Context: an optimization exercise on an open-source flow, tuned for small area, a short achievable clock period and few clock cycles. The choices shown serve that exercise and are no tape-out recipe.
RTL that was checked went through simulation tests only; none was proved equivalent to the original.
No functional check of the RTL was part of runs 3 to 6.
Power figures rest on the tool's default switching activity, not on a simulated workload.

===== design/flow/design.v =====
module qsc_decoder (
    input  wire        clk,
    input  wire        rst,
    input  wire        cmd_valid,
    output wire        cmd_ready,
    input  wire [5:0]  cmd_width_m1,
    input  wire [5:0]  cmd_lines_m1,
    input  wire        cmd_hist_reset,
    input  wire [14:0] cmd_nbytes,
    input  wire [7:0]  cmd_fill,
    input  wire        in_valid,
    output wire        in_ready,
    input  wire [7:0]  in_data,
    output wire        out_valid,
    input  wire        out_ready,
    output wire [7:0]  out_pix,
    output wire        done,
    output wire [2:0]  status
);
    localparam [2:0] ST_OK       = 3'd0;
    localparam [2:0] ST_SHORT    = 3'd1;
    localparam [2:0] ST_TRAILING = 3'd2;
    localparam [2:0] ST_SYNTAX   = 3'd7;
    localparam [2:0] S_IDLE = 3'd0;    
    localparam [2:0] S_DEC  = 3'd1;    
    localparam [2:0] S_ERR  = 3'd2;    
    localparam [2:0] S_TAIL = 3'd3;    
    localparam [2:0] S_FIN  = 3'd4;    
    integer i;
    reg [2:0]  state;
    reg        cmd_ready_r;
    reg        in_ready_r;
    reg        done_r;
    reg [2:0]  stat;
    reg [5:0]  w_m1;
    reg [5:0]  l_m1;
    reg [7:0]  fill_val;
    reg [14:0] bytes_left;         
    reg [5:0]  j;
    reg [5:0]  ln;
    reg        zero_line;          
    reg [7:0]  a_r, b_r, c_r;
    reg [7:0]  r0;
    reg [7:0]  s32 [0:31];
    reg [7:0]  s16 [0:15];
    reg [7:0]  s8  [0:7];
    reg [7:0]  s4  [0:3];
    reg [7:0]  s2  [0:1];
    reg [7:0]  s1;
    reg [13:0] acc [0:15];         
    reg [5:0]  cnt_n [0:15];       
    reg [2:0]  kr [0:15];          
    reg [15:0] cv;                 
    reg [3:0]  lctx;               
    reg [13:0] l_a;
    reg [5:0]  l_n;
    reg        l_v;
    reg [4:0]  ri;
    reg        in_run;             
    reg        after_run;          
    reg        run_is_rem;         
    reg [5:0]  run_left;           
    reg [39:0] bb;                 
    reg [5:0]  nbits;              
    reg [7:0]  ibyte;
    reg        ibyte_v;
    reg        ov;
    reg [7:0]  opix;
    function [1:0] qz;
        input [7:0] d;
        begin
            if (d == 8'd0)       qz = 2'd0;
            else if (d <= 8'd3)  qz = 2'd1;
            else if (d <= 8'd15) qz = 2'd2;
            else                 qz = 2'd3;
        end
    endfunction
    function [7:0] absdiff;
        input [7:0] x;
        input [7:0] y;
        begin
            absdiff = (x > y) ? (x - y) : (y - x);
        end
    endfunction
    function [7:0] med;
        input [7:0] a;
        input [7:0] b;
        input [7:0] c;
        reg ab, ca, cb, ac, bc;
        begin
            ab = (a > b);
            ca = (c >= a);
            cb = (c >= b);
            ac = (a >= c);
            bc = (b >= c);
            if (ca && cb)      med = ab ? b : a;       
            else if (ac && bc) med = ab ? a : b;       
            else               med = a + b - c;
        end
    endfunction
    function [3:0] jtab;
        input [4:0] r;
        begin
            case (r)
                5'd0,  5'd1,  5'd2,  5'd3:  jtab = 4'd0;
                5'd4,  5'd5,  5'd6,  5'd7:  jtab = 4'd1;
                5'd8,  5'd9,  5'd10, 5'd11: jtab = 4'd2;
                5'd12, 5'd13, 5'd14, 5'd15: jtab = 4'd3;
                5'd16, 5'd17:               jtab = 4'd4;
                5'd18, 5'd19:               jtab = 4'd5;
                5'd20, 5'd21:               jtab = 4'd6;
                5'd22, 5'd23:               jtab = 4'd7;
                5'd24:                      jtab = 4'd8;
                5'd25:                      jtab = 4'd9;
                5'd26:                      jtab = 4'd10;
                5'd27:                      jtab = 4'd11;
                5'd28:                      jtab = 4'd12;
                5'd29:                      jtab = 4'd13;
                5'd30:                      jtab = 4'd14;
                default:                    jtab = 4'd15;
            endcase
        end
    endfunction
    function [2:0] kfor;
        input [13:0] av;
        input [5:0]  nv;
        integer kk;
        begin
            kfor = 3'd7;
            for (kk = 6; kk >= 0; kk = kk - 1)
                if (({8'd0, nv} << kk) >= av) kfor = kk[2:0];
        end
    endfunction
    function [7:0] addm;
        input [7:0] p;
        input [7:0] mv;
        begin
            addm = p + ({1'b0, mv[7:1]} ^ {8{mv[0]}});
        end
    endfunction
    wire       flat = (a_r == b_r) && (b_r == c_r);
    wire [3:0] ctx  = {qz(absdiff(b_r, c_r)), qz(absdiff(a_r, c_r))};
    wire       hit  = l_v && (lctx == ctx);
    wire       cvx  = cv[ctx];
    wire [2:0] k_l  = kfor(l_a, l_n);
    wire [2:0] k    = hit ? k_l : cvx ? kr[ctx] : 3'd2;
    wire [13:0] a_cur = hit ? l_a : cvx ? acc[ctx] : 14'd4;
    wire [5:0]  n_cur = hit ? l_n : cvx ? cnt_n[ctx] : 6'd1;
    wire [7:0] pred = med(a_r, b_r, c_r);
    reg [4:0]  q;
    reg [39:0] v;
    always @(*) begin
        v = bb;
        q = 5'd0;
        if (v[39:24] == 16'd0) begin q[4] = 1'b1; v = {v[23:0], 16'd0}; end
        if (v[39:32] == 8'd0)  begin q[3] = 1'b1; v = {v[31:0], 8'd0};  end
        if (v[39:36] == 4'd0)  begin q[2] = 1'b1; v = {v[35:0], 4'd0};  end
        if (v[39:38] == 2'd0)  begin q[1] = 1'b1; v = {v[37:0], 2'd0};  end
        if (v[39] == 1'b0)     begin q[0] = 1'b1; v = {v[38:0], 1'd0};  end
    end
    wire        z24  = (bb[39:16] == 24'd0);   
    wire        esc  = (q == 5'd23);
    wire [7:0]  t    = v[38:31];               
    wire        sel_m1 = at_top && !rbit && (jr == 4'd0);
    wire [4:0]  qe     = sel_m1 ? q - 5'd1 : q;
    wire        comb   = sel_m1 && (q <= 5'd22) && !z24;
    reg [7:0]  m_k   [0:7];
    reg [7:0]  pix_k [0:7];
    reg [7:0]  ovf_k;
    reg [15:0] qt;
    integer kk;
    always @(*) begin
        qt = {3'd0, qe, t};
        for (kk = 0; kk < 8; kk = kk + 1) begin
            m_k[kk]   = qt[(8 - kk) +: 8];
            ovf_k[kk] = (qt >> (8 - kk)) > 16'd255;
            pix_k[kk] = addm(pred, m_k[kk]);
        end
    end
    wire [7:0]  pix_e = addm(pred, t);
    wire [7:0]  m     = esc ? t : m_k[k];
    wire        movf  = !esc && ovf_k[k];
    wire [7:0]  pix   = esc ? pix_e : pix_k[k];
    wire [5:0]  len_r = {1'b0, q} + 6'd1 + (esc ? 6'd8 : {3'd0, k});
    wire [5:0]  need_r = z24 ? 6'd24 : len_r;
    wire [5:0]  need_ub = z24 ? 6'd24 : esc ? 6'd32 : ({1'b0, q} + 6'd8);
    wire        more   = ibyte_v || (bytes_left != 15'd0);
    wire        r_ok   = (nbits >= need_ub) || !more;
    wire        r_short  = (nbits < need_r);
    wire        r_syntax = z24 || movf;
    wire [14:0] a_sum = {1'b0, a_cur} + {7'd0, m};
    wire        halve = (n_cur == 6'd63);
    wire [13:0] a_new = halve ? a_sum[14:1] : a_sum[13:0];
    wire [5:0]  n_new = halve ? 6'd32 : n_cur + 6'd1;
    wire [3:0]  jr     = jtab(ri);
    wire        rbit   = bb[39];
    wire [14:0] rem    = bb[38:24] >> (4'd15 - jr);
    wire [5:0]  need_run = rbit ? 6'd1 : 6'd1 + {2'd0, jr};
    wire        u_ok   = (nbits >= need_run) || !more;
    wire        u_short = (nbits < need_run);
    wire [6:0]  left   = {1'b0, w_m1} - {1'b0, j} + 7'd1;    
    wire        full   = (jr <= 4'd6) && ((7'd1 << jr) <= left);
    wire [6:0]  chunk_cnt = full ? (7'd1 << jr) : left;
    wire        u_syntax = !rbit && ({8'd0, rem} >= {8'd0, left});
    wire out_free = !ov || out_ready;
    wire in_fill = (run_left != 6'd0);
    wire at_top  = !in_fill && (in_run || (flat && !after_run));
    wire regular = !in_fill && !at_top;
    wire top_run = at_top && !comb;        
    wire dec_reg = regular || comb;        
    wire go    = (state == S_DEC) && out_free &&
                 (in_fill || (at_top ? (u_ok && (!comb || r_ok)) : r_ok));
    wire fail  = top_run ? (u_short || u_syntax) : dec_reg ? (r_short || r_syntax) : 1'b0;
    wire [2:0] fail_stat = (top_run ? u_short : r_short) ? ST_SHORT : ST_SYNTAX;
    wire no_pix = top_run && !rbit && (rem == 15'd0) && !fail;
    wire emit  = go && !no_pix;
    wire [7:0] value = dec_reg ? pix : a_r;
    wire [5:0] len = in_fill ? 6'd0 : top_run ? need_run : len_r;
    wire last_j    = (j == w_m1);
    wire last_line = (ln == l_m1);
    wire [5:0] dsel = w_m1 - 6'd1;
    wire [7:0] in32 = r0;
    wire [7:0] in16 = dsel[5] ? s32[31] : in32;
    wire [7:0] in8  = dsel[4] ? s16[15] : in16;
    wire [7:0] in4  = dsel[3] ? s8[7]   : in8;
    wire [7:0] in2  = dsel[2] ? s4[3]   : in4;
    wire [7:0] in1  = dsel[1] ? s2[1]   : in2;
    wire [7:0] tap  = dsel[0] ? s1      : in1;
    wire       w1     = (w_m1 == 6'd0);
    wire [7:0] up     = (zero_line && !last_j) ? 8'd0 : tap;    
    wire [7:0] b_next = w1 ? value : up;
    wire fill_go = (state == S_ERR) && out_free;
    wire        merge  = ibyte_v && (nbits <= 6'd32);
    wire [39:0] bbm    = merge ? (bb | ({ibyte, 32'd0} >> nbits)) : bb;
    wire [5:0]  nbm    = merge ? nbits + 6'd8 : nbits;
    wire [5:0]  ulen   = go ? len : 6'd0;
    wire        in_hs  = in_valid && in_ready_r;
    wire        pix_out = emit || fill_go;
    wire [7:0]  pix_val = (fill_go || fail) ? fill_val : value;
    assign cmd_ready = cmd_ready_r;
    assign in_ready  = in_ready_r;
    assign out_valid = ov;
    assign out_pix   = opix;
    assign done      = done_r;
    assign status    = stat;
    wire [14:0] bl_n = bytes_left - (in_hs ? 15'd1 : 15'd0);
    wire        ib_n = in_hs ? 1'b1 : (merge ? 1'b0 : ibyte_v);
    wire [5:0]  nb_n = nbm - ulen;
    always @(posedge clk) begin
        if (l_v) begin
            acc[lctx]   <= l_a;
            cnt_n[lctx] <= l_n;
            kr[lctx]    <= k_l;
        end
        if (emit) begin
            r0 <= value;
            s32[0] <= in32;
            for (i = 1; i < 32; i = i + 1) s32[i] <= s32[i - 1];
            s16[0] <= in16;
            for (i = 1; i < 16; i = i + 1) s16[i] <= s16[i - 1];
            s8[0] <= in8;
            for (i = 1; i < 8; i = i + 1) s8[i] <= s8[i - 1];
            s4[0] <= in4;
            for (i = 1; i < 4; i = i + 1) s4[i] <= s4[i - 1];
            s2[0] <= in2;
            s2[1] <= s2[0];
            s1 <= in1;
        end
        if (pix_out) opix <= pix_val;
        if (in_hs)   ibyte <= in_data;
        if (rst) begin
            state       <= S_IDLE;
            cmd_ready_r <= 1'b1;
            in_ready_r  <= 1'b0;
            done_r      <= 1'b0;
            stat        <= ST_OK;
            ov          <= 1'b0;
            ibyte_v     <= 1'b0;
            bytes_left  <= 15'd0;
        end else begin
            done_r <= 1'b0;
            if (pix_out)        ov <= 1'b1;
            else if (out_ready) ov <= 1'b0;
            bytes_left <= bl_n;
            if (l_v) cv[lctx] <= 1'b1;
            case (state)
                S_IDLE: begin
                    in_ready_r <= 1'b0;
                    if (cmd_valid && cmd_ready_r) begin
                        cmd_ready_r <= 1'b0;
                        w_m1       <= cmd_width_m1;
                        l_m1       <= cmd_lines_m1;
                        fill_val   <= cmd_fill;
                        bytes_left <= cmd_nbytes;
                        in_ready_r <= (cmd_nbytes != 15'd0);
                        ibyte_v    <= 1'b0;
                        bb         <= 40'd0;
                        nbits      <= 6'd0;
                        stat       <= ST_OK;
                        j          <= 6'd0;
                        ln         <= 6'd0;
                        in_run     <= 1'b0;
                        after_run  <= 1'b0;
                        run_left   <= 6'd0;
                        zero_line  <= cmd_hist_reset;
                        if (cmd_hist_reset) begin
                            a_r <= 8'd0;
                            b_r <= 8'd0;
                            c_r <= 8'd0;
                            cv  <= 16'd0;
                            l_v <= 1'b0;
                            ri  <= 5'd0;
                        end
                        state <= S_DEC;
                    end
                end
                S_DEC: begin
                    ibyte_v    <= ib_n;
                    bb         <= bbm << ulen;
                    nbits      <= nb_n;
                    in_ready_r <= (bl_n != 15'd0) && (!ib_n || nb_n <= 6'd32);
                    if (go) begin
                        if (in_fill) begin
                            run_left <= run_left - 6'd1;
                            if (run_left == 6'd1 && run_is_rem) after_run <= 1'b1;
                        end else if (top_run) begin
                            if (rbit) begin
                                in_run     <= 1'b1;
                                run_is_rem <= 1'b0;
                                run_left   <= chunk_cnt[5:0] - 6'd1;
                                if (full && ri != 5'd31) ri <= ri + 5'd1;
                            end else begin
                                in_run     <= 1'b0;
                                run_is_rem <= 1'b1;
                                if (ri != 5'd0) ri <= ri - 5'd1;
                                if (rem <= 15'd1) after_run <= 1'b1;
                                if (rem != 15'd0) run_left <= rem[5:0] - 6'd1;
                            end
                        end else begin
                            after_run <= 1'b0;
                            if (comb) begin
                                in_run <= 1'b0;
                                if (ri != 5'd0) ri <= ri - 5'd1;
                            end
                            lctx <= ctx;
                            l_a  <= a_new;
                            l_n  <= n_new;
                            l_v  <= 1'b1;
                        end
                        if (emit) begin
                            b_r <= w1 ? value : up;
                            a_r <= (last_j && !w1) ? up : value;
                            c_r <= !last_j ? b_r : w1 ? value : up;
                            if (last_j) begin
                                j         <= 6'd0;
                                ln        <= ln + 6'd1;
                                zero_line <= 1'b0;
                                in_run    <= 1'b0;
                                after_run <= 1'b0;
                                run_left  <= 6'd0;
                            end else begin
                                j   <= j + 6'd1;
                            end
                        end
                        if (fail) begin
                            stat <= fail_stat;
                            if (last_j && last_line) state <= S_FIN;
                            else                     state <= S_ERR;
                            in_ready_r <= (bl_n != 15'd0);
                        end else if (emit && last_j && last_line) begin
                            state <= S_TAIL;
                        end
                    end
                end
                S_ERR: begin
                    in_ready_r <= (bl_n != 15'd0);
                    if (fill_go) begin
                        if (last_j) begin
                            j  <= 6'd0;
                            ln <= ln + 6'd1;
                            if (last_line) state <= S_FIN;
                        end else begin
                            j <= j + 6'd1;
                        end
                    end
                end
                S_TAIL: begin
                    in_ready_r <= (bl_n != 15'd0);
                    if (bytes_left != 15'd0 || ibyte_v || nbits >= 6'd8 || bb != 40'd0)
                        stat <= ST_TRAILING;
                    state <= S_FIN;
                end
                S_FIN: begin
                    in_ready_r <= (bl_n != 15'd0);
                    if (bl_n == 15'd0 && out_free) begin
                        done_r      <= 1'b1;
                        cmd_ready_r <= 1'b1;
                        state       <= S_IDLE;
                    end
                end
                default: state <= S_IDLE;
            endcase
        end
    end
endmodule

===== design/flow/run.sh =====
#!/bin/bash
# synth_recipe.tcl (not shown) runs the flow's synth.tcl, then flattens the netlist and writes it again
# the make line also repeats each setting of config.mk as NAME=value (left out here)
make -C /OpenROAD-flow-scripts/flow DESIGN_CONFIG=/design/flow/config.mk WORK_HOME=/design/flow/orfs CLKGATE_MAP_FILE= SYNTH_SCRIPT=/design/flow/synth_recipe.tcl finish

===== design/flow/config.mk =====
export PLATFORM = sky130hd
export DESIGN_NAME = qsc_decoder
export DESIGN_NICKNAME = qsc_decoder
export VERILOG_FILES = /design/flow/design.v
export SDC_FILE = /design/flow/constraint.sdc
export NUM_CORES = 4
export LEC_CHECK = 0
export CAP_MARGIN = 20
export CORE_MARGIN = 2
export CORE_UTILIZATION = 40
export CTS_BUF_LIST = sky130_fd_sc_hd__clkbuf_4 sky130_fd_sc_hd__clkbuf_8
export CTS_CLUSTER_SIZE = 20
export SETUP_SLACK_MARGIN = 4
export SLEW_MARGIN = 20

===== design/flow/constraint.sdc =====
create_clock -name core_clock -period 12.0 [get_ports {clk}]
set_input_delay 2.4000 -clock core_clock [delete_from_list [all_inputs] [get_ports {clk}]]
set_output_delay 2.4000 -clock core_clock [all_outputs]
set_load 0.01 [all_outputs]

==> results of run 1 <==
[worst paths after layout]
kind                     to  slack [ns]  startpoint  cells past startpoint
setup / recovery     c_r[7]        4.26      a_r[3]                     32
hold reg to reg   s32[6][6]        0.38   s32[5][6]                      0
hold / removal    s32[6][6]        0.38   s32[5][6]                      0
setup reg to reg     c_r[7]        4.26      a_r[3]                     32
[power breakdown]
group,switching [mW],internal [mW]
clock,1.56,1.79
sequential,0.268,4.86
combinational,2.70,1.65
[worst max-delay path, delay by kind of cell (launching register included)]
family / cells / cell delay [ns]
buffers and inverters: 5 / 1.05
AND/OR/NAND/NOR: 5 / 1.83
adder cells (fa/ha/maj): 2 / 0.61
AO/OA/AOI/OAI: 16 / 2.79
multiplexers: 2 / 0.46
XOR/XNOR: 2 / 0.28
flip-flops: 1 / 0.44
[registers in the layout, indices dropped and copies added, names as in the netlist, 8 cells and up]
register / cells
s32: 256
acc: 224
s16: 128
cnt_n: 96
s8: 64
kr: 48
bb: 40
s4: 32
cv: 16
s2: 16
bytes_left: 15
l_a: 14
a_r: 8
b_r: 8
c_r: 8
fill_val: 8
ibyte: 8
opix: 8
r0: 8
s1: 8
[kinds of logic (layout without fill, tap and decap cells)]
kind of cell	after synthesis	after routing	synth area share, %
xor+xnor	142	142	2.391
other cells	0	2	0
flops	1084	1084	61.62
simple gates	1018	1024	8.874
compound gates	1001	1001	12.04
fa+ha+maj	208	208	5.202
buf+inv	374	670	2.888
mux	349	350	6.986
[per-layer routing]
metal  routed length [µm]  part of all wire [%]  vias to the layer above
li1                     -                     -                    16080
met5                    0                     0                        -
met3                 7818                   5.8                      245
met4                 3912                   2.9                        0
met2                62440                    46                     1157
met1                60480                    45                    17040
[cells in the final DEF, fill, tap and decap left out, types with 17 or more instances in the layout]
master / Yosys / final
nor2_2: 3 / 17
a21oi_1: 292 / 278
mux2i_1: 246 / 236
xor2_1: 48 / 42
o221ai_1: 23 / 23
inv_1: 160 / 157
a31oi_1: 42 / 42
nand2_1: 315 / 311
and2_1: 20 / 17
nand3_1: 59 / 57
a21o_1: 44 / 44
nor3_1: 63 / 57
a211oi_1: 38 / 36
clkbuf_4: 0 / 62
edfxtp_1: 1054 / 1054
mux2_2: 100 / 100
nand2b_1: 29 / 29
ha_1: 192 / 181
o22ai_1: 51 / 51
nor2b_1: 28 / 28
nor2_1: 365 / 346
clkdlybuf4s50_1: 0 / 63
nand4_1: 20 / 20
a22oi_1: 30 / 29
o211ai_1: 66 / 66
xnor2_1: 93 / 93
clkinv_1: 6 / 42
o21ai_0: 242 / 238
clkbuf_8: 0 / 178
buf_4: 12 / 104
nor4_1: 23 / 20
o21a_1: 27 / 26
dfxtp_1: 30 / 30
[timing repair]
action	4_1_cts	5_1_grt
gates resized for setup	38	74
endpoints found under the hold margin	0	0
setup buffers	14	25
pin swaps	8	17
cloned	3	4
endpoints found under the setup margin	94	54
[per-stage QoR]
| step | instance area, µm² | util [%] | hold WS, ns |
|---|---|---|---|
| floorplan | 52510 | - | 0.4003 |
| global placement | 55140 | 42.53 | 0.4003 |
| detailed placement | 55150 | 42.54 | 0.4045 |
| CTS | 59120 | 45.60 | 0.3754 |
| global route | 59690 | 46.04 | 0.3823 |
| finish | 59690 | 46.04 | 0.3817 |
[cell type report]
type                       instances  area [µm²]  area share (%)
antenna                            2       5.005        0.008384
clock buffer                     240        2915           4.884
clock inverter                    77       793.3           1.329
inverter                         174       669.4           1.121
multi-input combinational       2725       19280           32.30
sequential                      1084       32250           54.03
tap                             1742        2180           3.651
timing repair buffer             179        1600           2.681
==> results.toml, run 1 <==
[outcome]
status = "no timing/DRC/antenna violations"

[cts]
cts_tree = "yes"
clkSlewWorstSetupHoldPaths_ns = 0.06
hold_buffers = 0
clk_path_buf_depth = 3
htree_num_levels = 4
clock_latency_ns = 0.91
cts_buffers = 177
cts_sinks = 1084
cts_root_buf = "clkbuf_8"

[grt]
met1_usage_pct = 27.01
overflow = 0
met2_usage_pct = 30.71
grt_pass1_wl_um = 201700
grt_pass1_vias = 33080
grt_busiest_layer = "met2"
gr-usage-met3_pct = 3.195
grt.total_usage_pct = 19.38
grt_max_degree = 178
antenna_found_initial = 1

[power]
p_total_mw = 12.83
peakVddDrop_mv = 0.1100
power_density_nw_per_um2 = 214.9
cellLeakagePower_nw = 21.57

[critical_path]
path_class = "reg2reg"
path_max_fanout = 10
start_kind = "flip-flop"
critPathMaxStageDelay_ns = 0.67
worstPathRequired_ns = 12.62
arrival_ns = 8.35
crit_slowest_cell = "or4_4"
critPathMostFrequentCell = "a21oi_1"
critPathCaptureType = "flip-flop"

[timing]
timing.final.ws_setup_ns = 4.263
max_freq_mhz = 129.2
hold_viol_final = 0
rsz0062_at_grt = "true"
finalClockSkew_ns = 0.05181
setup_violations = 0
finalSetupTns_ns = 0
period_needed_ns = 7.737
worstMarginPinSlew_ns = 1.108
min_period_over_period_pct = 64.48
slew_headroom_pct = 25.60
slew_viol_final = 0

[drt]
drt_pre_antenna_iters = 8
drcViolationCount = 0
routedWlPerCell_um = 21.64
viasPerCell = 5.548
drt_wl_total_um = 134600
vias = 34530
drt_iter0_markers = 3259
ant_nets = 0

[layout]
drive_above_1_share_pct = 14.87
area_growth_pct = 14.06
stdcell_count = 6223
fill_cells = 11720
nNetsFinal = 4598

[yosys]
syn_area_per_cell_um2 = 12.53
synth_cell_types = 96
synthCells = 4176
synthFlopType = "edfxtp_1"
synth_area_um2 = 52340
synth_warnings = 8
yosys-top-cells-count = "edfxtp_1, nor2_1, nand2_1"
synth.most_common_cell = "edfxtp_1"
ys_ff_latch = 1084
yosys-top-cells-area = "edfxtp_1, mux2i_1, ha_1"
synth.top_cell.area_share_pct = 60.48
synth-edff-count = 1054
ys_seq_area_share_pct = 61.62
synth_top_area_cell = "edfxtp_1"
synth_nets = 4433
async_flop_share_pct = 0

[placement]
portBuffers = 63
numPlacedInstances = 5858
gp_congestion = 0.9341
place_ws_ns = 2.076
dp_hpwl_um = 86960

[floorplanning]
row_count = 132
die_w_um = 365.7
initial_core_util_pct = 40.37
die_height_um = 365.7
dieArea_um2 = 133700
num_io_pins = 64
fp.coreArea_um2 = 129600

[run]
maxCapViolCount = 0

[hold_path]
hp-class = "reg2reg"
Testbench counts, summed over its fixed seeds: cycles 146,773.
==> run 2, diff against run 1 <==
--- a/design/flow/config.mk
+++ b/design/flow/config.mk
@@ -10,4 +10,2 @@
 export CORE_UTILIZATION = 40
-export CTS_BUF_LIST = sky130_fd_sc_hd__clkbuf_4 sky130_fd_sc_hd__clkbuf_8
-export CTS_CLUSTER_SIZE = 20
 export SETUP_SLACK_MARGIN = 4
==> results.toml, run 2 <==
[timing]
finalClockSkew_ns = 0.1066
hold_ws_ns = 0.3806
min_period_over_period_pct = 63.88
rsz0062_at_grt = "false"
finalSetupTns_ns = 0
max_freq_mhz = 130.4
hold_viol_final = 0
slew_viol_final = 0
slew_headroom_pct = 24.89
period_needed_ns = 7.666
worstMarginPinSlew_ns = 1.118
setup_violations = 0

[grt]
overflow = 0
grt.total_usage_pct = 19.13
met1_usage_pct = 26.98
grt_max_degree = 178
antenna_found_initial = 0
grt_pass1_wl_um = 200000
gr-usage-met3_pct = 2.400
grt_busiest_layer = "met2"
met2_usage_pct = 30.58
grt_pass1_vias = 32610

[floorplanning]
row_count = 132
initial_core_util_pct = 40.37
die_height_um = 365.7
dieArea_um2 = 133700
fp.coreArea_um2 = 129600
num_io_pins = 64
die_w_um = 365.7

[yosys]
synth.top_cell.area_share_pct = 60.48
yosys-top-cells-area = "edfxtp_1, mux2i_1, ha_1"
yosys-top-cells-count = "edfxtp_1, nor2_1, nand2_1"
synth_warnings = 8
synth.most_common_cell = "edfxtp_1"
synth_nets = 4433
synth_area_um2 = 52340
synth_top_area_cell = "edfxtp_1"
synth_cell_types = 96
ys_ff_latch = 1084
syn_area_per_cell_um2 = 12.53
ys_seq_area_share_pct = 61.62
synth-edff-count = 1054
async_flop_share_pct = 0
synthFlopType = "edfxtp_1"
synthCells = 4176

[power]
clockPowerShare_pct = 26.9
netSwitchingFraction_pct = 34.37
cellLeakagePower_nw = 21.55
peakVddDrop_mv = 0.1426
power_frac_comb_pct = 33.9
switchingPower_mw = 4.489
seqPwrFrac_pct = 39.2
intPower_mw = 8.569
power_density_nw_per_um2 = 217.8

[layout]
layout_commonest_cell = "edfxtp_1"
top_register = "s32"
utilization_pct = 46.24
drive_above_1_share_pct = 13.02
largest_reg_flops = 256
nNetsFinal = 4551
layout_common_cells = "edfxtp_1, nor2_1, nand2_1"
top_regs = "s32 x256, acc x224, s16 x128"
post-route-cell-area_um2 = 59950
area_growth_pct = 14.55

[cts]
cts_sinks = 1084
clk_path_buf_depth = 3
hold_buffers = 0
clkSlewWorstSetupHoldPaths_ns = 0.06
cts_buffers = 112
htree_num_levels = 3
clock_latency_ns = 0.75
cts_tree = "yes"
cts_root_buf = "clkbuf_16"

[run]
maxCapViolCount = 0

[hold_path]
holdPathStages = 0
hp-start = "s16[9][1]"
hold_end = "s16[10][1]"
hp-class = "reg2reg"

[drt]
drt_wl_total_um = 133700
routedWlPerCell_um = 21.79
viasPerCell = 5.569
drt_iter0_markers = 3154
drcViolationCount = 0
vias = 34170
ant_nets = 0
drt_pre_antenna_iters = 5

[critical_path]
worstPathRequired_ns = 12.61
r2r_start = "a_r[3]"
start_kind = "flip-flop"
rr_worst_depth = 33
r2r_end = "in_ready_r"
arrival_ns = 8.27
crit_slowest_cell = "or4_4"
critPathMaxStageDelay_ns = 0.67
critPathMostFrequentCell = "a21oi_1"
critPathLaunch = "a_r[3]"
critPathCaptureType = "flip-flop"
path_class = "reg2reg"
r2r_slack_ns = 4.33
path_max_fanout = 43

[placement]
placed_cell_area_um2 = 55150
gp_congestion = 0.9341
portBuffers = 63
dp_hpwl_um = 86960

[outcome]
status = "no timing/DRC/antenna violations"
[run 2: cell counts after synthesis]
Identical to the previous run, type by type.
[run 2: logic make-up (layout without fill, tap and decap cells)]
group / Yosys count / in the layout / share of synthesized area (%)
simple gates: 1018 / 1023 / 8.874
mux: 349 / 350 / 6.986
buf+inv: 374 / 585 / 2.888
fa+ha+maj: 208 / 208 / 5.202
compound gates: 1001 / 1001 / 12.04
other cells: 0 / 1 / 0
xor+xnor: 142 / 142 / 2.391
flops: 1084 / 1084 / 61.62
[run 2: through the flow]
stage / power, mW / worst slack, ns / instances
after floorplan: 8.248 / -0.5314 / 4176
after global placement: 9.253 / 2.250 / 5858
after detailed placement: 9.292 / 2.076 / 5858
after CTS: 12.95 / 3.985 / 6091
after global routing: 13.77 / 3.998 / 6135
final: 13.06 / 4.334 / 6136
[run 2: routing by layer]
metal  wire length, µm  part of all wire [%]
met5                 0                     0
met4              4067                   3.0
met3              6620                   5.0
met2             62280                    47
met1             60760                    45
[run 2: power by group through the flow]
stage / Sequential (mW) / Combinational, mW / Clock, mW
CTS: 5.12 / 4.23 / 3.60
floorplan: 5.18 / 3.07 / 0
global route: 5.16 / 4.87 / 3.74
detailed placement: 5.19 / 4.10 / 0
global placement: 5.18 / 4.07 / 0
finish: 5.12 / 4.43 / 3.51
[run 2: how the worst max path moves through the flow]
stage	slack, ns	endpoint
global placement	2.25	in_ready_r
CTS	3.98	in_ready_r
finish	4.33	in_ready_r
global route	4.00	in_ready_r
floorplan	-0.53	r0[0]
detailed placement	2.08	in_ready_r
[run 2: cell type report]
cell class / instances / area, µm²
Antenna cell: 1 / 2.502
Clock buffer: 139 / 2967
Clock inverter: 74 / 812.0
Fill cell: 11590 / 69700
Inverter: 174 / 673.1
Multi-Input combinational cell: 2724 / 19250
Sequential cell: 1084 / 32250
Tap cell: 1742 / 2180
Timing Repair Buffer: 198 / 1810
[run 2: worst max-delay path, delay by kind of cell (launching register included)]
family	cells	cell delay, ns
compound gates	13	2.38
fa+ha+maj	4	1.27
xor+xnor	4	0.64
simple gates	6	1.69
buf+inv	4	0.52
flops	1	0.44
mux	2	0.57
[run 2: timing repair]
item                                    CTS  global route
gates resized for setup                  45            67
setup buffers                            17            37
cloned                                    3             7
pin swaps                                 7            16
endpoints found under the setup margin   96            54
==> run 3, diff against run 2 <==
--- a/design/flow/design.v
+++ b/design/flow/design.v
@@ -33,2 +33,3 @@
     reg        done_r;
+    reg        done_pend;          
     reg [2:0]  stat;
@@ -67,3 +68,3 @@
     reg        ov;
-    reg [7:0]  opix;
+    reg        ofill;              
     function [1:0] qz;
@@ -210,3 +211,3 @@
     wire dec_reg = regular || comb;        
-    wire go    = (state == S_DEC) && out_free &&
+    wire go    = (state == S_DEC) && out_free && !done_pend &&
                  (in_fill || (at_top ? (u_ok && (!comb || r_ok)) : r_ok));
@@ -214,3 +215,3 @@
     wire [2:0] fail_stat = (top_run ? u_short : r_short) ? ST_SHORT : ST_SYNTAX;
-    wire no_pix = top_run && !rbit && (rem == 15'd0) && !fail;
+    wire no_pix = top_run && !rbit && (rem == 15'd0) && !u_short && !u_syntax;
     wire emit  = go && !no_pix;
@@ -238,3 +239,2 @@
     wire        pix_out = emit || fill_go;
-    wire [7:0]  pix_val = (fill_go || fail) ? fill_val : value;
     assign cmd_ready = cmd_ready_r;
@@ -242,3 +242,3 @@
     assign out_valid = ov;
-    assign out_pix   = opix;
+    assign out_pix   = ofill ? fill_val : r0;
     assign done      = done_r;
@@ -268,3 +268,3 @@
         end
-        if (pix_out) opix <= pix_val;
+        if (pix_out) ofill <= fill_go || fail;
         if (in_hs)   ibyte <= in_data;
@@ -275,2 +275,3 @@
             done_r      <= 1'b0;
+            done_pend   <= 1'b0;
             stat        <= ST_OK;
@@ -288,29 +289,2 @@
                     in_ready_r <= 1'b0;
-                    if (cmd_valid && cmd_ready_r) begin
-                        cmd_ready_r <= 1'b0;
-                        w_m1       <= cmd_width_m1;
-                        l_m1       <= cmd_lines_m1;
-                        fill_val   <= cmd_fill;
-                        bytes_left <= cmd_nbytes;
-                        in_ready_r <= (cmd_nbytes != 15'd0);
-                        ibyte_v    <= 1'b0;
-                        bb         <= 40'd0;
-                        nbits      <= 6'd0;
-                        stat       <= ST_OK;
-                        j          <= 6'd0;
-                        ln         <= 6'd0;
-                        in_run     <= 1'b0;
-                        after_run  <= 1'b0;
-                        run_left   <= 6'd0;
-                        zero_line  <= cmd_hist_reset;
-                        if (cmd_hist_reset) begin
-                            a_r <= 8'd0;
-                            b_r <= 8'd0;
-                            c_r <= 8'd0;
-                            cv  <= 16'd0;
-                            l_v <= 1'b0;
-                            ri  <= 5'd0;
-                        end
-                        state <= S_DEC;
-                    end
                 end
@@ -370,5 +344,10 @@
                         end else if (emit && last_j && last_line) begin
-                            state <= S_TAIL;
+                            state       <= S_TAIL;
+                            cmd_ready_r <= (bl_n == 15'd0);
                         end
                     end
+                    if (done_pend && out_free) begin
+                        done_r    <= 1'b1;
+                        done_pend <= 1'b0;
+                    end
                 end
@@ -388,5 +367,12 @@
                     in_ready_r <= (bl_n != 15'd0);
-                    if (bytes_left != 15'd0 || ibyte_v || nbits >= 6'd8 || bb != 40'd0)
-                        stat <= ST_TRAILING;
-                    state <= S_FIN;
+                    stat <= (bytes_left != 15'd0 || ibyte_v || nbits >= 6'd8 || bb != 40'd0) ?
+                            ST_TRAILING : ST_OK;
+                    if (bl_n == 15'd0 && out_free) begin
+                        done_r      <= 1'b1;
+                        cmd_ready_r <= 1'b1;
+                        state       <= S_IDLE;
+                    end else begin
+                        cmd_ready_r <= 1'b0;
+                        state       <= S_FIN;
+                    end
                 end
@@ -402,2 +388,29 @@
             endcase
+            if (cmd_valid && cmd_ready_r) begin
+                cmd_ready_r <= 1'b0;
+                if (state == S_TAIL && !out_free) done_pend <= 1'b1;
+                w_m1       <= cmd_width_m1;
+                l_m1       <= cmd_lines_m1;
+                fill_val   <= cmd_fill;
+                bytes_left <= cmd_nbytes;
+                in_ready_r <= (cmd_nbytes != 15'd0);
+                ibyte_v    <= 1'b0;
+                bb         <= 40'd0;
+                nbits      <= 6'd0;
+                j          <= 6'd0;
+                ln         <= 6'd0;
+                in_run     <= 1'b0;
+                after_run  <= 1'b0;
+                run_left   <= 6'd0;
+                zero_line  <= cmd_hist_reset;
+                if (cmd_hist_reset) begin
+                    a_r <= 8'd0;
+                    b_r <= 8'd0;
+                    c_r <= 8'd0;
+                    cv  <= 16'd0;
+                    l_v <= 1'b0;
+                    ri  <= 5'd0;
+                end
+                state <= S_DEC;
+            end
         end
--- a/design/flow/config.mk
+++ b/design/flow/config.mk
@@ -10,3 +10,3 @@
 export CORE_UTILIZATION = 40
-export SETUP_SLACK_MARGIN = 4
+export SETUP_SLACK_MARGIN = 4.3
 export SLEW_MARGIN = 20
==> results.toml, run 3 <==
[layout]
multi_input_area_um2 = 20050
seqCellArea_um2 = 32060
nNetsFinal = 4664
top_regs = "s32 x256, acc x224, s16 x128"
largest_reg_flops = 256
layout_commonest_cell = "edfxtp_1"
fill_cells = 11630
area_growth_pct = 15.58
layout_common_cells = "edfxtp_1, nor2_1, nand2_1"
utilization_pct = 46.48
drive_above_1_share_pct = 14.07
top_register = "s32"
post-route-cell-area_um2 = 61020

[yosys]
synthFlopType = "edfxtp_1"
yosys-top-cells-area = "edfxtp_1, mux2i_1, ha_1"
synth_cell_types = 110
synthCells = 4247
ys_seq_area_share_pct = 60.73
syn_area_per_cell_um2 = 12.43
synth_top_area_cell = "edfxtp_1"
ys_ff_latch = 1078
synth.most_common_cell = "edfxtp_1"
synth_nets = 4504
synth_area_um2 = 52800
async_flop_share_pct = 0
synth.top_cell.area_share_pct = 59.55
synth_warnings = 8
synth-edff-count = 1047
yosys-top-cells-count = "edfxtp_1, nor2_1, a21oi_1"

[drt]
drt_iter0_markers = 3688
vias = 34920
drt_pre_antenna_iters = 6
drt_wl_total_um = 133300
drcViolationCount = 0
viasPerCell = 5.583
routedWlPerCell_um = 21.31
ant_nets = 0

[grt]
antenna_found_initial = 1
grt_pass1_vias = 33250
grt.total_usage_pct = 19.20
overflow = 0
grt_max_degree = 191
grt_pass1_wl_um = 202700

[floorplanning]
dieArea_um2 = 134900
die_height_um = 367.3
die_w_um = 367.3
fp.coreArea_um2 = 131300
row_count = 133
initial_core_util_pct = 40.21
num_io_pins = 64

[timing]
period_needed_ns = 7.585
timing.final.ws_setup_ns = 4.415
finalClockSkew_ns = 0.06637
hold_ws_ns = 0.3592
slew_headroom_pct = 29.48
max_freq_mhz = 131.8
hold_viol_final = 0
slew_viol_final = 0
setup_violations = 0
rsz0062_at_grt = "true"
worstMarginPinSlew_ns = 1.058
min_period_over_period_pct = 63.20

[placement]
dp_hpwl_um = 83150
gp_congestion = 0.9548
placed_cell_area_um2 = 55510
portBuffers = 63
place_ws_ns = 3.006

[run]
maxCapViolCount = 0

[critical_path]
path_max_fanout = 8
path_class = "reg2reg"
start_kind = "flip-flop"
critPathMostFrequentCell = "buf_6"
arrival_ns = 8.08
critPathCaptureType = "flip-flop"
r2r_slack_ns = 4.42
rr_worst_depth = 36
critPathMaxStageDelay_ns = 0.52
r2r_end = "b_r[7]"
r2r_start = "c_r[5]"
worstPathRequired_ns = 12.50
crit_slowest_cell = "edfxtp_1"

[cts]
cts_tree = "yes"
clkSlewWorstSetupHoldPaths_ns = 0.06
cts_sinks = 1078
cts_root_buf = "clkbuf_16"
cts_buffers = 114
clk_path_buf_depth = 3
hold_buffers = 0
htree_num_levels = 3
clock_latency_ns = 0.76

[hold_path]
hold_end = "s32[20][4]"
hp-start = "s32[19][4]"
hp-class = "reg2reg"
holdPathStages = 0

[outcome]
status = "no timing/DRC/antenna violations"

[power]
peakVddDrop_mv = 0.1407
power_density_nw_per_um2 = 177.9
cellLeakagePower_nw = 21.49
## run 3: cell families (layout without fill, tap and decap cells)
| logic type | count (synthesis) | count (layout) | share of synthesized area, % |
|---|---|---|---|
| muxes | 345 | 347 | 6.880 |
| AOI/OAI and AO/OA | 1051 | 1051 | 12.93 |
| adders and majority gates | 208 | 208 | 5.157 |
| xor gates and xnor gates | 143 | 143 | 2.372 |
| buffers and inverters | 363 | 612 | 2.849 |
| DFF | 1078 | 1078 | 60.73 |
| other | 0 | 1 | 0 |
| and+or+nand+nor | 1059 | 1060 | 9.086 |
## run 3: worst max-delay path by stage
stage | depth (start not counted) | endpoint | slack [ns] | from
2_1_floorplan | 24 | r0[0] | -0.42 | bb[27]
3_3_place_gp | 33 | b_r[7] | 3.07 | a_r[0]
3_5_place_dp | 33 | b_r[7] | 3.01 | a_r[0]
4_1_cts | 35 | b_r[7] | 4.31 | a_r[0]
5_1_grt | 38 | b_r[7] | 4.08 | c_r[0]
6_report | 36 | b_r[7] | 4.42 | c_r[5]
## run 3: repair_timing
| item | in CTS | in global routing |
|---|---|---|
| cloned | 8 | 3 |
| setup buffers | 45 | 51 |
| setup endpoints to repair | 176 | 152 |
| resized for setup | 87 | 93 |
| pin swaps | 16 | 40 |
## run 3: report_power, final
| part | internal (mW) | total [mW] | switching (mW) |
|---|---|---|---|
| sequential | 4.34 | 4.43 | 0.0997 |
| combinational | 1.17 | 2.89 | 1.72 |
| clock | 2.02 | 3.53 | 1.51 |
| total | 7.52 | 10.9 | 3.33 |
## run 3: layout make-up
class | instances | area share (%)
Multi-Input combinational cell | 2809 | 32.86
Clock buffer | 136 | 4.810
Inverter | 155 | 0.9883
Timing Repair Buffer | 248 | 3.808
Timing Repair inverter | 1 | 0.008201
Clock inverter | 72 | 1.388
Tap cell | 1755 | 3.598
Sequential cell | 1078 | 52.54
Antenna cell | 1 | 0.004101
## run 3: through the flow
stage               cells  power [mW]  TNS, ns
floorplan            4247       6.339  -213.04
global placement     5939       6.953        0
detailed placement   5939       6.972        0
CTS                  6200       10.73        0
global route         6254       11.35        0
finish               6255       10.85        0
## run 3: critical path: cells and delay by family (launching register included)
kind	cells	cell delay [ns]
compound gates	18	3.40
xor+xnor	2	0.50
fa+ha+maj	2	0.59
buf+inv	7	1.09
flops	1	0.52
mux	1	0.31
simple gates	6	0.92
## run 3: routing by layer
layer | wire [µm] | GRT usage, % | vias up
met4 | 3871 | 6.321 | 0
met3 | 7551 | 2.661 | 262
met2 | 59520 | 29.31 | 1022
met1 | 62360 | 28.16 | 17300
met5 | 0 | 0 | -
li1 | - | - | 16340
==> run 4, diff against run 3 <==
--- a/design/flow/config.mk
+++ b/design/flow/config.mk
@@ -10,3 +10,3 @@
 export CORE_UTILIZATION = 40
-export SETUP_SLACK_MARGIN = 4.3
+export SETUP_SLACK_MARGIN = 4
 export SLEW_MARGIN = 20
==> results.toml, run 4 <==
[layout]
top_register = "s32"
layout_commonest_cell = "edfxtp_1"
largest_reg_flops = 256
area_growth_pct = 14.99
utilization_pct = 46.24
post-route-cell-area_um2 = 60710
fill_cells = 11660
drive_above_1_share_pct = 13.26
nNetsFinal = 4645
top_regs = "s32 x256, acc x224, s16 x128"
stdcell_count = 6236
layout_common_cells = "edfxtp_1, nor2_1, nand2_1"

[timing]
rsz0062_at_grt = "true"
finalSetupTns_ns = 0
max_freq_mhz = 130.7
timing.final.ws_setup_ns = 4.350
setup_violations = 0
finalClockSkew_ns = 0.06822
period_needed_ns = 7.650
hold_viol_final = 0
slew_headroom_pct = 27.99
min_period_over_period_pct = 63.75
worstMarginPinSlew_ns = 1.080
slew_viol_final = 0
hold_ws_ns = 0.3577

[power]
intPower_mw = 7.491
cellLeakagePower_nw = 21.36
switchingPower_mw = 3.299
power_density_nw_per_um2 = 177.7
clockPowerShare_pct = 32.7
peakVddDrop_mv = 0.1399
power_frac_comb_pct = 26.2
p_total_mw = 10.79
netSwitchingFraction_pct = 30.58
seqPwrFrac_pct = 41.1

[yosys]
synth_nets = 4504
synth_warnings = 8
ys_seq_area_share_pct = 60.73
synth_cell_types = 110
async_flop_share_pct = 0
synth.top_cell.area_share_pct = 59.55
synth_area_um2 = 52800
synth-edff-count = 1047
synthFlopType = "edfxtp_1"
ys_ff_latch = 1078
syn_area_per_cell_um2 = 12.43
yosys-top-cells-count = "edfxtp_1, nor2_1, a21oi_1"
yosys-top-cells-area = "edfxtp_1, mux2i_1, ha_1"
synth_top_area_cell = "edfxtp_1"
synth.most_common_cell = "edfxtp_1"
synthCells = 4247

[critical_path]
path_max_fanout = 8
critPathCaptureType = "flip-flop"
critPathMostFrequentCell = "buf_4"
cpLargestDelayFamily = "compound AO/OA/AOI/OAI gates"
path_class = "reg2reg"
r2r_slack_ns = 4.35
critPathMaxStageDelay_ns = 0.44
r2r_start = "a_r[5]"
crit_slowest_cell = "edfxtp_1"
cp_num_buf_inv = 8
worstPathRequired_ns = 12.51
rr_worst_depth = 37
arrival_ns = 8.16
start_kind = "flip-flop"
r2r_end = "b_r[7]"

[drt]
top_layer = "met4"
ant_nets = 0
vias = 34920
drt_pre_antenna_iters = 6
routedWlPerCell_um = 21.29
wirelength_met1_um = 61700
drt_wl_total_um = 132800
drcViolationCount = 0
dr_wl_met3_um = 7904
route.met2.wl_um = 59490
viasPerCell = 5.600
drt_iter0_markers = 3570

[cts]
clock_latency_ns = 0.77
clk_path_buf_depth = 3
cts_sinks = 1078
htree_num_levels = 3
cts_tree = "yes"
clkSlewWorstSetupHoldPaths_ns = 0.06
cts_buffers = 114
cts_root_buf = "clkbuf_16"
hold_buffers = 0

[floorplanning]
initial_core_util_pct = 40.21
num_io_pins = 64
die_height_um = 367.3
row_count = 133
fp.coreArea_um2 = 131300
dieArea_um2 = 134900
die_w_um = 367.3

[placement]
dp_hpwl_um = 83150
gp_congestion = 0.9548
place_ws_ns = 3.006
placed_cell_area_um2 = 55510
numPlacedInstances = 5939
portBuffers = 63

[hold_path]
hp-class = "reg2reg"
hold_end = "s32[20][4]"
holdPathStages = 0
hp-start = "s32[19][4]"

[grt]
overflow = 0
antenna_found_initial = 1
grt_pass1_vias = 32980
grt_max_degree = 191
grt_pass1_wl_um = 200800
grt.total_usage_pct = 19.02

[run]
maxCapViolCount = 0

[outcome]
status = "no timing/DRC/antenna violations"
==> run 4: cell counts after synthesis <==
Identical to the previous run, type by type.
==> run 4: timing repair <==
item / 4_1_cts / 5_1_grt
resized for setup: 41 / 100
buffers inserted: 18 / 58
pin swaps: 7 / 28
cloned: 7 / 5
setup endpoints to repair: 83 / 150
==> run 4: kinds of logic (layout without fill, tap and decap cells) <==
kind of cell,Yosys count,after routing,synth area share [%]
other,0,1,0
DFF,1078,1078,60.73
buffers and inverters,363,593,2.849
adders and majority gates,208,208,5.157
AOI/OAI and AO/OA,1051,1051,12.93
xor gates and xnor gates,143,143,2.372
and+or+nand+nor,1059,1060,9.086
muxes,345,347,6.880
==> run 4: routing by layer <==
layer / vias to the layer above / GRT usage [%]
met1: 17290 / 28.01
met4: 0 / 6.203
met3: 240 / 2.656
met5: - / 0
met2: 1081 / 28.90
li1: 16310 / -
==> run 4: how the worst max path moves through the flow <==
stage,start,endpoint,slack (ns),cells after the start
floorplan,bb[27],r0[0],-0.42,24
global placement,a_r[0],b_r[7],3.07,33
detailed placement,a_r[0],b_r[7],3.01,33
CTS,b_r[0],b_r[7],3.97,38
global route,c_r[0],b_r[7],3.93,38
finish,a_r[5],b_r[7],4.35,37
==> run 4: area by class of cell <==
class                           count  area, µm²  share of cell area [%]
Sequential cell                  1078      32060                   52.81
Multi-Input combinational cell   2809      19920                   32.82
Clock buffer                      136       2935                   4.835
Tap cell                         1755       2196                   3.617
Timing Repair Buffer              229       2142                   3.528
Clock inverter                     72      847.1                   1.395
Inverter                          155      599.3                  0.9872
Timing Repair inverter              1      5.005                0.008244
Antenna cell                        1      2.502                0.004122
==> run 4: power groups by stage <==
stage	combinational [mW]	clock, mW	sequential [mW]
floorplan	1.84	0	4.50
global placement	2.44	0	4.51
detailed placement	2.46	0	4.51
CTS	2.59	3.61	4.44
global route	3.08	3.76	4.45
finish	2.82	3.53	4.44
==> run 5, diff against run 4 <==
--- a/design/flow/config.mk
+++ b/design/flow/config.mk
@@ -10,2 +10,4 @@
 export CORE_UTILIZATION = 40
+export CTS_CLUSTER_DIAMETER = 100
+export CTS_CLUSTER_SIZE = 30
 export SETUP_SLACK_MARGIN = 4
==> results.toml, run 5 <==
[outcome]
status = "no timing/DRC/antenna violations"

[timing]
slew_viol_final = 0
timing.final.ws_setup_ns = 4.320
hold_viol_final = 0
max_freq_mhz = 130.2
finalSetupTns_ns = 0
hold_ws_ns = 0.3807
rsz0062_at_grt = "true"
slew_headroom_pct = 28.26
setup_violations = 0
finalClockSkew_ns = 0.06375
min_period_over_period_pct = 64.00
worstMarginPinSlew_ns = 1.076
period_needed_ns = 7.680

[yosys]
yosys.area_share.simple_pct = 9.086
synth_xor_area_share_pct = 2.372
synth_warnings = 8
async_flop_share_pct = 0
synth_top_family_by_area = "compound AO/OA/AOI/OAI gates"
synth_compound_area_share_pct = 12.93
synth_area_um2 = 52800
synth_nets = 4504
ys_seq_area_share_pct = 60.73
synthMuxAreaShare_pct = 6.880
synthFlopType = "edfxtp_1"
synth_fa_ha_area_share_pct = 5.157
syn_area_per_cell_um2 = 12.43
synth_cell_types = 110
synth_top_area_cell = "edfxtp_1"
yosys-top-cells-area = "edfxtp_1, mux2i_1, ha_1"
synth-edff-count = 1047
synth.top_cell.area_share_pct = 59.55
yosys-top-cells-count = "edfxtp_1, nor2_1, a21oi_1"
synth.most_common_cell = "edfxtp_1"
ys_ff_latch = 1078
synthCells = 4247

[floorplanning]
row_count = 133
num_io_pins = 64
initial_core_util_pct = 40.21
dieArea_um2 = 134900
die_height_um = 367.3
die_w_um = 367.3
fp.coreArea_um2 = 131300

[critical_path]
crit_slowest_cell = "edfxtp_1"
critPathMostFrequentCell = "a21o_1"
rr_worst_depth = 39
path_class = "reg2reg"
r2r_end = "b_r[7]"
path_max_fanout = 6
r2r_slack_ns = 4.32
critPathMaxStageDelay_ns = 0.38
r2r_start = "b_r[0]"
start_kind = "flip-flop"
critPathCaptureType = "flip-flop"
worstPathRequired_ns = 12.44
arrival_ns = 8.12

[grt]
antenna_found_initial = 1
grt_max_degree = 191
grt_pass1_wl_um = 196700
grt_pass1_vias = 32210
overflow = 0
grt.total_usage_pct = 18.54

[layout]
seqCellArea_um2 = 32060
layout_commonest_cell = "edfxtp_1"
top_regs = "s32 x256, acc x224, s16 x128"
multi_input_area_um2 = 19910
stdcell_count = 6083
post-route-cell-area_um2 = 58250
area_growth_pct = 10.33
num_antenna_cells = 0
top_register = "s32"
drive_above_1_share_pct = 11.30
largest_reg_flops = 256
layout_common_cells = "edfxtp_1, nor2_1, nand2_1"
utilization_pct = 44.37
fill_cells = 11880
nNetsFinal = 4571

[drt]
routedWlPerCell_um = 21.38
ant_nets = 0
drt_wl_total_um = 130100
vias = 34330
drt_iter0_markers = 3473
viasPerCell = 5.643
drt_pre_antenna_iters = 9
drcViolationCount = 0

[cts]
htree_num_levels = 2
cts_tree = "yes"
cts_buffers = 46
clkSlewWorstSetupHoldPaths_ns = 0.11
cts_root_buf = "clkbuf_16"
clk_path_buf_depth = 3
clock_latency_ns = 0.70
cts_sinks = 1078

[placement]
placed_cell_area_um2 = 55510
gp_congestion = 0.9548
place_ws_ns = 3.006
dp_hpwl_um = 83150
numPlacedInstances = 5939
portBuffers = 63

[power]
p_total_mw = 9.148
cellLeakagePower_nw = 20.21
peakVddDrop_mv = 0.1086
power_density_nw_per_um2 = 157.1

[hold_path]
hp-start = "s32[2][7]"
hold_end = "s32[3][7]"
holdPathStages = 0
hp-class = "reg2reg"

[run]
maxCapViolCount = 0
-- run 5: worst max-delay path by stage --
stage                      start      to  cells past startpoint
after floorplan           bb[27]   r0[0]                     24
after global placement    a_r[0]  b_r[7]                     33
after detailed placement  a_r[0]  b_r[7]                     33
after CTS                 a_r[0]  b_r[7]                     36
after global routing      b_r[0]  c_r[6]                     40
final                     b_r[0]  b_r[7]                     39
-- run 5: cell type report --
cell class | count | area share [%]
Sequential cell | 1078 | 55.04
Timing Repair inverter | 1 | 0.008592
Clock inverter | 16 | 0.5112
Tap cell | 1755 | 3.770
Clock buffer | 46 | 1.976
Timing Repair Buffer | 222 | 3.495
Inverter | 155 | 1.029
Multi-Input combinational cell | 2810 | 34.17
-- run 5: timing repair --
item | CTS | global route
endpoints found under the setup margin | 161 | 138
cloned | 7 | 5
pin swaps | 10 | 26
resized for setup | 43 | 98
hold buffers | 0 | 0
setup buffers | 23 | 47
-- run 5: power by group --
part / internal [mW] / switching (mW) / leakage [nW] / total, mW
combinational: 1.10 / 1.67 / 9.53 / 2.77
sequential: 4.33 / 0.100 / 9.98 / 4.43
clock: 0.764 / 1.19 / 0.694 / 1.95
total: 6.19 / 2.96 / 20.2 / 9.15
-- run 5: per-layer routing --
layer	part of all wire, %	wire length [µm]	up-vias	GRT usage [%]
li1	-	-	16080	-
met1	47	61200	17040	27.50
met2	45	58540	1009	28.68
met3	5.3	6831	196	2.179
met4	2.7	3480	2	5.123
met5	0.010	13	-	0
-- run 5: critical path: cells and delay by family (launching register included) --
kind	cells	cell delay, ns
multiplexers	2	0.55
XOR/XNOR	1	0.19
AO/OA/AOI/OAI	19	3.60
adder cells (fa/ha/maj)	3	0.75
buffers and inverters	7	0.95
AND/OR/NAND/NOR	7	1.00
flip-flops	1	0.38
-- run 5: cells by family (layout without fill, tap and decap cells) --
logic type                 count (synthesis)  count (layout)
and+or+nand+nor                         1059            1060
xor gates and xnor gates                 143             143
AOI/OAI and AO/OA                       1051            1052
muxes                                    345             347
buffers and inverters                    363             440
adders and majority gates                208             208
DFF                                     1078            1078
==> run 6, diff against run 5 <==
--- a/design/flow/config.mk
+++ b/design/flow/config.mk
@@ -9,5 +9,3 @@
 export CORE_MARGIN = 2
-export CORE_UTILIZATION = 40
-export CTS_CLUSTER_DIAMETER = 100
-export CTS_CLUSTER_SIZE = 30
+export CORE_UTILIZATION = 55
 export SETUP_SLACK_MARGIN = 4
==> results.toml, run 6 <==
[outcome]
status = "no timing/DRC/antenna violations"

[floorplanning]
row_count = 113
num_io_pins = 64
fp.coreArea_um2 = 95010
die_w_um = 313.8
die_height_um = 313.8
initial_core_util_pct = 55.57
dieArea_um2 = 98490

[placement]
gp_congestion = 0.9608
placed_cell_area_um2 = 54890
portBuffers = 63
numPlacedInstances = 5449
dp_hpwl_um = 84930

[critical_path]
r2r_start = "c_r[0]"
cp-endpoint = "b_r[7]"
path_max_fanout = 12
start_kind = "flip-flop"
arrival_ns = 8.17
critPathMaxStageDelay_ns = 0.43
critPathCaptureType = "flip-flop"
critPathLaunch = "c_r[0]"
worstPathRequired_ns = 12.46
critPathMostFrequentCell = "a21o_1"
crit_slowest_cell = "edfxtp_1"
r2r_end = "b_r[7]"
path_class = "reg2reg"
r2r_slack_ns = 4.29
rr_worst_depth = 37

[layout]
nNetsFinal = 4621
drive_above_1_share_pct = 12.81
top_regs = "s32 x256, acc x224, s16 x128"
post-route-cell-area_um2 = 59920
largest_reg_flops = 256
utilization_pct = 63.06
stdcell_count = 5723
num_antenna_cells = 0
top_register = "s32"
layout_commonest_cell = "edfxtp_1"
area_growth_pct = 13.49
layout_common_cells = "edfxtp_1, nor2_1, nand2_1, a21oi_1, mux2i_1"

[power]
peakVddDrop_mv = 0.1469
p_total_mw = 10.80
power_density_nw_per_um2 = 180.3
cellLeakagePower_nw = 21.32

[cts]
htree_num_levels = 3
clkSlewWorstSetupHoldPaths_ns = 0.06
cts_sinks = 1078
cts_tree = "yes"
cts_root_buf = "clkbuf_16"
clock_latency_ns = 0.72
clk_path_buf_depth = 3
cts_buffers = 109
hold_buffers = 0

[timing]
finalClockSkew_ns = 0.03990
worstMarginPinSlew_ns = 1.138
max_freq_mhz = 129.7
rsz0062_at_grt = "true"
finalSetupTns_ns = 0
setup_violations = 0
min_period_over_period_pct = 64.27
slew_headroom_pct = 21.94
slew_viol_final = 0
hold_viol_final = 0
period_needed_ns = 7.712

[yosys]
async_flop_share_pct = 0
synth_nets = 4504
ys_seq_area_share_pct = 60.73
yosys-top-cells-area = "edfxtp_1, mux2i_1, ha_1"
synthFlopType = "edfxtp_1"
synth-edff-count = 1047
synth.most_common_cell = "edfxtp_1"
yosys-top-cells-count = "edfxtp_1, nor2_1, a21oi_1"
syn_area_per_cell_um2 = 12.43
synth_area_um2 = 52800
synth_warnings = 8
ys_ff_latch = 1078
synth_cell_types = 110
synthCells = 4247
synth.top_cell.area_share_pct = 59.55
synth_top_area_cell = "edfxtp_1"

[grt]
grt.total_usage_pct = 26.61
grt_max_degree = 116
grt_pass1_wl_um = 201200
overflow = 0
antenna_found_initial = 0
grt_pass1_vias = 32660

[drt]
routedWlPerCell_um = 23.35
drt_wl_total_um = 133600
ant_nets = 0
drt_iter0_markers = 3523
drt_pre_antenna_iters = 6
drcViolationCount = 0
vias = 34730
viasPerCell = 6.068

[run]
maxCapViolCount = 0

[hold_path]
hp-start = "s32[27][0]"
hp-class = "reg2reg"
-- run 6: what timing repair did --
action / in CTS / in global routing
gates cloned: 5 / 3
setup buffers: 13 / 48
pin swaps: 7 / 20
gates resized for setup: 40 / 95
setup endpoints to repair: 65 / 288
-- run 6: worst min path at each step --
| stage | to | slack [ns] | depth (start not counted) |
|---|---|---|---|
| after global placement | s16[7][6] | 0.40 | 0 |
| after CTS | s32[26][6] | 0.41 | 0 |
| after detailed placement | s16[15][7] | 0.40 | 0 |
| after global routing | s32[29][0] | 0.42 | 0 |
| after floorplan | s16[10][0] | 0.40 | 0 |
| final | s32[28][0] | 0.41 | 0 |
-- run 6: final cells by class --
| class | count | area (µm²) |
|---|---|---|
| clock inverters | 78 | 992.2 |
| well taps | 1265 | 1583 |
| multi-input cells | 2807 | 19830 |
| fillers | 7392 | 35090 |
| inverters | 155 | 606.8 |
| repair buffers | 213 | 2012 |
| flip-flops and latches | 1078 | 32060 |
| clock buffers | 127 | 2838 |
-- run 6: critical path: cells and delay by family (launching register included) --
kind            cells  cell delay (ns)
xor+xnor            1             0.18
buf+inv             5             0.69
compound gates     19             3.84
mux                 2             0.52
fa+ha+maj           3             0.75
flops               1             0.43
simple gates        7             1.01
-- run 6: cell families after synthesis --
| family | Yosys count | synth area share (%) |
|---|---|---|
| fa+ha+maj | 208 | 5.157 |
| simple gates | 1059 | 9.086 |
| xor+xnor | 143 | 2.372 |
| buf+inv | 363 | 2.849 |
| mux | 345 | 6.880 |
| flops | 1078 | 60.73 |
| compound gates | 1051 | 12.93 |
-- run 6: power breakdown --
group | switching (mW) | internal [mW] | leakage, nW
Combinational | 1.64 | 1.08 | 9.48
Clock | 1.48 | 2.15 | 1.86
Sequential | 0.116 | 4.33 | 9.98
-- run 6: per-layer routing --
| layer | up-vias | track usage (%) | wire length [µm] |
|---|---|---|---|
| li1 | 16280 | - | - |
| met2 | 1153 | 41.17 | 60490 |
| met1 | 17060 | 39.27 | 61090 |
| met5 | - | 0 | 0 |
| met4 | 0 | 7.721 | 3865 |
| met3 | 244 | 3.958 | 8199 |
-- run 6: through the flow --
stage               setup slack [ns]  hold slack (ns)
floorplan                    -0.4158           0.4003
global placement               3.350           0.4003
detailed placement             3.253           0.4045
CTS                            3.972           0.4084
global route                   3.902           0.4208
finish                         4.288           0.4111
==> run 7, diff against run 6 <==
--- a/design/flow/design.v
+++ b/design/flow/design.v
@@ -43,2 +43,4 @@
     reg [7:0]  a_r, b_r, c_r;
+    reg [1:0]  qb_r;               
+    reg [2:0]  kc [0:3];           
     reg [7:0]  r0;
@@ -142,3 +144,7 @@
     wire       flat = (a_r == b_r) && (b_r == c_r);
-    wire [3:0] ctx  = {qz(absdiff(b_r, c_r)), qz(absdiff(a_r, c_r))};
+    wire [8:0] dac  = {1'b0, a_r} - {1'b0, c_r};
+    wire       le3  = dac[8] ? ((dac[8:2] == 7'h7f) && (dac[1:0] != 2'd0)) : (dac[8:2] == 7'd0);
+    wire       le15 = dac[8] ? ((dac[8:4] == 5'h1f) && (dac[3:0] != 4'd0)) : (dac[8:4] == 5'd0);
+    wire [1:0] qa   = (a_r == c_r) ? 2'd0 : le3 ? 2'd1 : le15 ? 2'd2 : 2'd3;
+    wire [3:0] ctx  = {qb_r, qa};
     wire       hit  = l_v && (lctx == ctx);
@@ -146,3 +152,8 @@
     wire [2:0] k_l  = kfor(l_a, l_n);
-    wire [2:0] k    = hit ? k_l : cvx ? kr[ctx] : 3'd2;
+    reg  [2:0] kq [0:3];           
+    always @(*) begin
+        for (i = 0; i < 4; i = i + 1)
+            kq[i] = (l_v && lctx == {qb_r, i[1:0]}) ? k_l : kc[i];
+    end
+    wire [2:0] k    = kq[qa];
     wire [13:0] a_cur = hit ? l_a : cvx ? acc[ctx] : 14'd4;
@@ -232,2 +243,14 @@
     wire [7:0] b_next = w1 ? value : up;
+    wire [1:0] qb_n   = last_j ? 2'd0 : qz(absdiff(up, b_r));
+    wire       acc_go = cmd_valid && cmd_ready_r;
+    wire [1:0] qb_sel = acc_go ? 2'd0 : emit ? qb_n : qb_r;
+    reg  [2:0] kc_n [0:3];
+    always @(*) begin
+        for (i = 0; i < 4; i = i + 1) begin
+            if (acc_go && cmd_hist_reset)             kc_n[i] = 3'd2;
+            else if (l_v && lctx == {qb_sel, i[1:0]}) kc_n[i] = k_l;
+            else if (cv[{qb_sel, i[1:0]}])            kc_n[i] = kr[{qb_sel, i[1:0]}];
+            else                                      kc_n[i] = 3'd2;
+        end
+    end
     wire fill_go = (state == S_ERR) && out_free;
@@ -254,2 +277,4 @@
         end
+        for (i = 0; i < 4; i = i + 1) kc[i] <= kc_n[i];
+        qb_r <= qb_sel;
         if (emit) begin
--- a/design/flow/config.mk
+++ b/design/flow/config.mk
@@ -9,3 +9,5 @@
 export CORE_MARGIN = 2
-export CORE_UTILIZATION = 55
+export CORE_UTILIZATION = 40
+export CTS_CLUSTER_DIAMETER = 80
+export CTS_CLUSTER_SIZE = 24
 export SETUP_SLACK_MARGIN = 4
==> results.toml, run 7 <==
[drt]
drt_pre_antenna_iters = 6
drcViolationCount = 0
routedWlPerCell_um = 23.04
vias = 36200
drt_wl_total_um = 142000
ant_nets = 0
drt_iter0_markers = 4235
viasPerCell = 5.874

[timing]
max_freq_mhz = 130.8
rsz0062_at_grt = "false"
min_period_over_period_pct = 63.72
hold_viol_final = 0
slew_viol_final = 0
period_needed_ns = 7.647
finalClockSkew_ns = 0.07941
setup_violations = 0
slew_headroom_pct = 28.29
finalSetupTns_ns = 0
worstMarginPinSlew_ns = 1.076

[yosys]
synth-edff-count = 1047
yosys-top-cells-area = "edfxtp_1, ha_1, nand2_1"
synthCells = 4333
synthFlopType = "edfxtp_1"
yosys.area_share.simple_pct = 9.957
synth_xor_area_share_pct = 2.247
async_flop_share_pct = 0
yosys-top-cells-count = "edfxtp_1, nand2_1, a21oi_1"
synth_cell_types = 108
synth_nets = 4588
syn_area_per_cell_um2 = 12.34
synthMuxAreaShare_pct = 5.325
synth.top_cell.area_share_pct = 58.81
synth_top_family_by_area = "compound AO/OA/AOI/OAI gates"
synth_compound_area_share_pct = 13.98
synth_area_um2 = 53460
synth.most_common_cell = "edfxtp_1"
synth_warnings = 11
synth_top_area_cell = "edfxtp_1"
ys_seq_area_share_pct = 60.50
synth_fa_ha_area_share_pct = 5.032
ys_ff_latch = 1092

[cts]
clock_latency_ns = 0.72
clkSlewWorstSetupHoldPaths_ns = 0.10
htree_num_levels = 2
cts_root_buf = "clkbuf_16"
cts_sinks = 1092
cts_buffers = 59
hold_buffers = 0
clk_path_buf_depth = 3
cts_tree = "yes"

[grt]
grt.total_usage_pct = 19.99
met1_usage_pct = 29.87
antenna_found_initial = 1
grt_pass1_vias = 33900
met2_usage_pct = 30.72
grt_pass1_wl_um = 212600
overflow = 0
gr-usage-met3_pct = 2.243
grt_max_degree = 208
grt_busiest_layer = "met2"

[critical_path]
worstPathRequired_ns = 12.59
arrival_ns = 8.23
critPathMostFrequentCell = "a21o_1"
crit_slowest_cell = "a2111o_1"
cp_num_buf_inv = 5
cpLargestDelayFamily = "compound AO/OA/AOI/OAI gates"
path_class = "reg2reg"
critPathCaptureType = "flip-flop"
start_kind = "flip-flop"
critPathMaxStageDelay_ns = 0.51
path_max_fanout = 35

[power]
cellLeakagePower_nw = 20.32
power_density_nw_per_um2 = 153.7
peakVddDrop_mv = 0.1270

[floorplanning]
initial_core_util_pct = 40.16
row_count = 134
die_w_um = 369.6
fp.coreArea_um2 = 133100
num_io_pins = 64
dieArea_um2 = 136600
die_height_um = 369.6

[placement]
numPlacedInstances = 6020
gp_congestion = 0.9535
placed_cell_area_um2 = 56160
portBuffers = 63
dp_hpwl_um = 92940

[layout]
post-route-cell-area_um2 = 58660
num_antenna_cells = 0
layout_common_cells = "edfxtp_1, nand2_1, a21oi_1"
largest_reg_flops = 256
layout_commonest_cell = "edfxtp_1"
top_register = "s32"
drive_above_1_share_pct = 10.38
stdcell_count = 6163
area_growth_pct = 9.739
nNetsFinal = 4620
fill_cells = 12210
top_regs = "s32 x256, acc x224, s16 x128"

[run]
maxCapViolCount = 0

[outcome]
status = "no timing/DRC/antenna violations"

[hold_path]
hp-class = "reg2reg"
run 7: changes by cell type in the layout (fill, tap and decap cells not counted), moves of 19 or more:
cell / previous run / this run
a22oi_1: 39 / 19
mux2i_1: 246 / 139
or3_1: 12 / 31
nor2_1: 385 / 268
o221ai_1: 3 / 60
o22ai_1: 22 / 65
clkinv_1: 26 / 2
nand2_1: 311 / 395
nand3_1: 49 / 69
clkbuf_16: 113 / 60
bufinv_16: 21 / 0
a211oi_1: 87 / 58
run 7: what timing repair did:
item                       CTS  global route
setup endpoints to repair  643            97
pin swaps                    3             4
gates resized for setup     28            39
buffers inserted             8            41
gates cloned                 1             2
run 7: report_power, final:
group,total [mW],switching [mW],internal (mW)
Combinational,2.28,1.39,0.891
Clock,2.23,1.28,0.947
Sequential,4.50,0.122,4.38
run 7: worst paths after layout:
kind	startpoint	endpoint	slack, ns	cells past startpoint
worst max-delay path	bb[28]	in_ready_r	4.35	33
worst min-delay path	s32[8][6]	s32[9][6]	0.37	0
worst max register to register	bb[28]	in_ready_r	4.35	33
worst min register to register	s32[8][6]	s32[9][6]	0.37	0
run 7: area by class of cell:
| cell class | instances | area, µm² | area share, % |
|---|---|---|---|
| repair buffers | 195 | 1713 | 2.920 |
| well taps | 1768 | 2212 | 3.771 |
| clock inverters | 23 | 322.8 | 0.5503 |
| clock buffers | 68 | 1510 | 2.574 |
| flip-flops and latches | 1092 | 32340 | 55.13 |
| multi-input cells | 2847 | 19910 | 33.93 |
| repair inverters | 1 | 5.005 | 0.008532 |
| inverters | 169 | 650.6 | 1.109 |
run 7: per-stage QoR:
stage	power, mW	hold WS, ns	util, %	setup slack, ns
floorplan	6.131	0.4003	-	4.013
global placement	6.743	0.4006	42.18	2.684
detailed placement	6.768	0.4045	42.18	2.475
finish	9.016	0.3716	44.07	4.353
global route	9.446	0.3597	44.07	3.936
CTS	9.011	0.3673	43.69	4.001
run 7: worst register-to-register path: cells and delay by family (launching register included):
| family | cells | cell delay, ns |
|---|---|---|
| mux | 1 | 0.06 |
| flops | 1 | 0.50 |
| buf+inv | 5 | 0.89 |
| xor+xnor | 2 | 0.25 |
| fa+ha+maj | 2 | 0.46 |
| simple gates | 8 | 1.78 |
| compound gates | 15 | 3.59 |
run 7: kinds of logic after synthesis:
logic type / Yosys count
XOR/XNOR: 135
flip-flops: 1092
AND/OR/NAND/NOR: 1132
multiplexers: 247
AO/OA/AOI/OAI: 1126
buffers and inverters: 395
adder cells (fa/ha/maj): 206
run 7: per-layer routing:
layer	wire length, µm	part of all wire, %
met1	65470	46
met5	0	0
met3	9129	6.4
met2	63470	45
met4	3909	2.8
Testbench counts of run 7, summed over its fixed seeds: cycles 146,447.
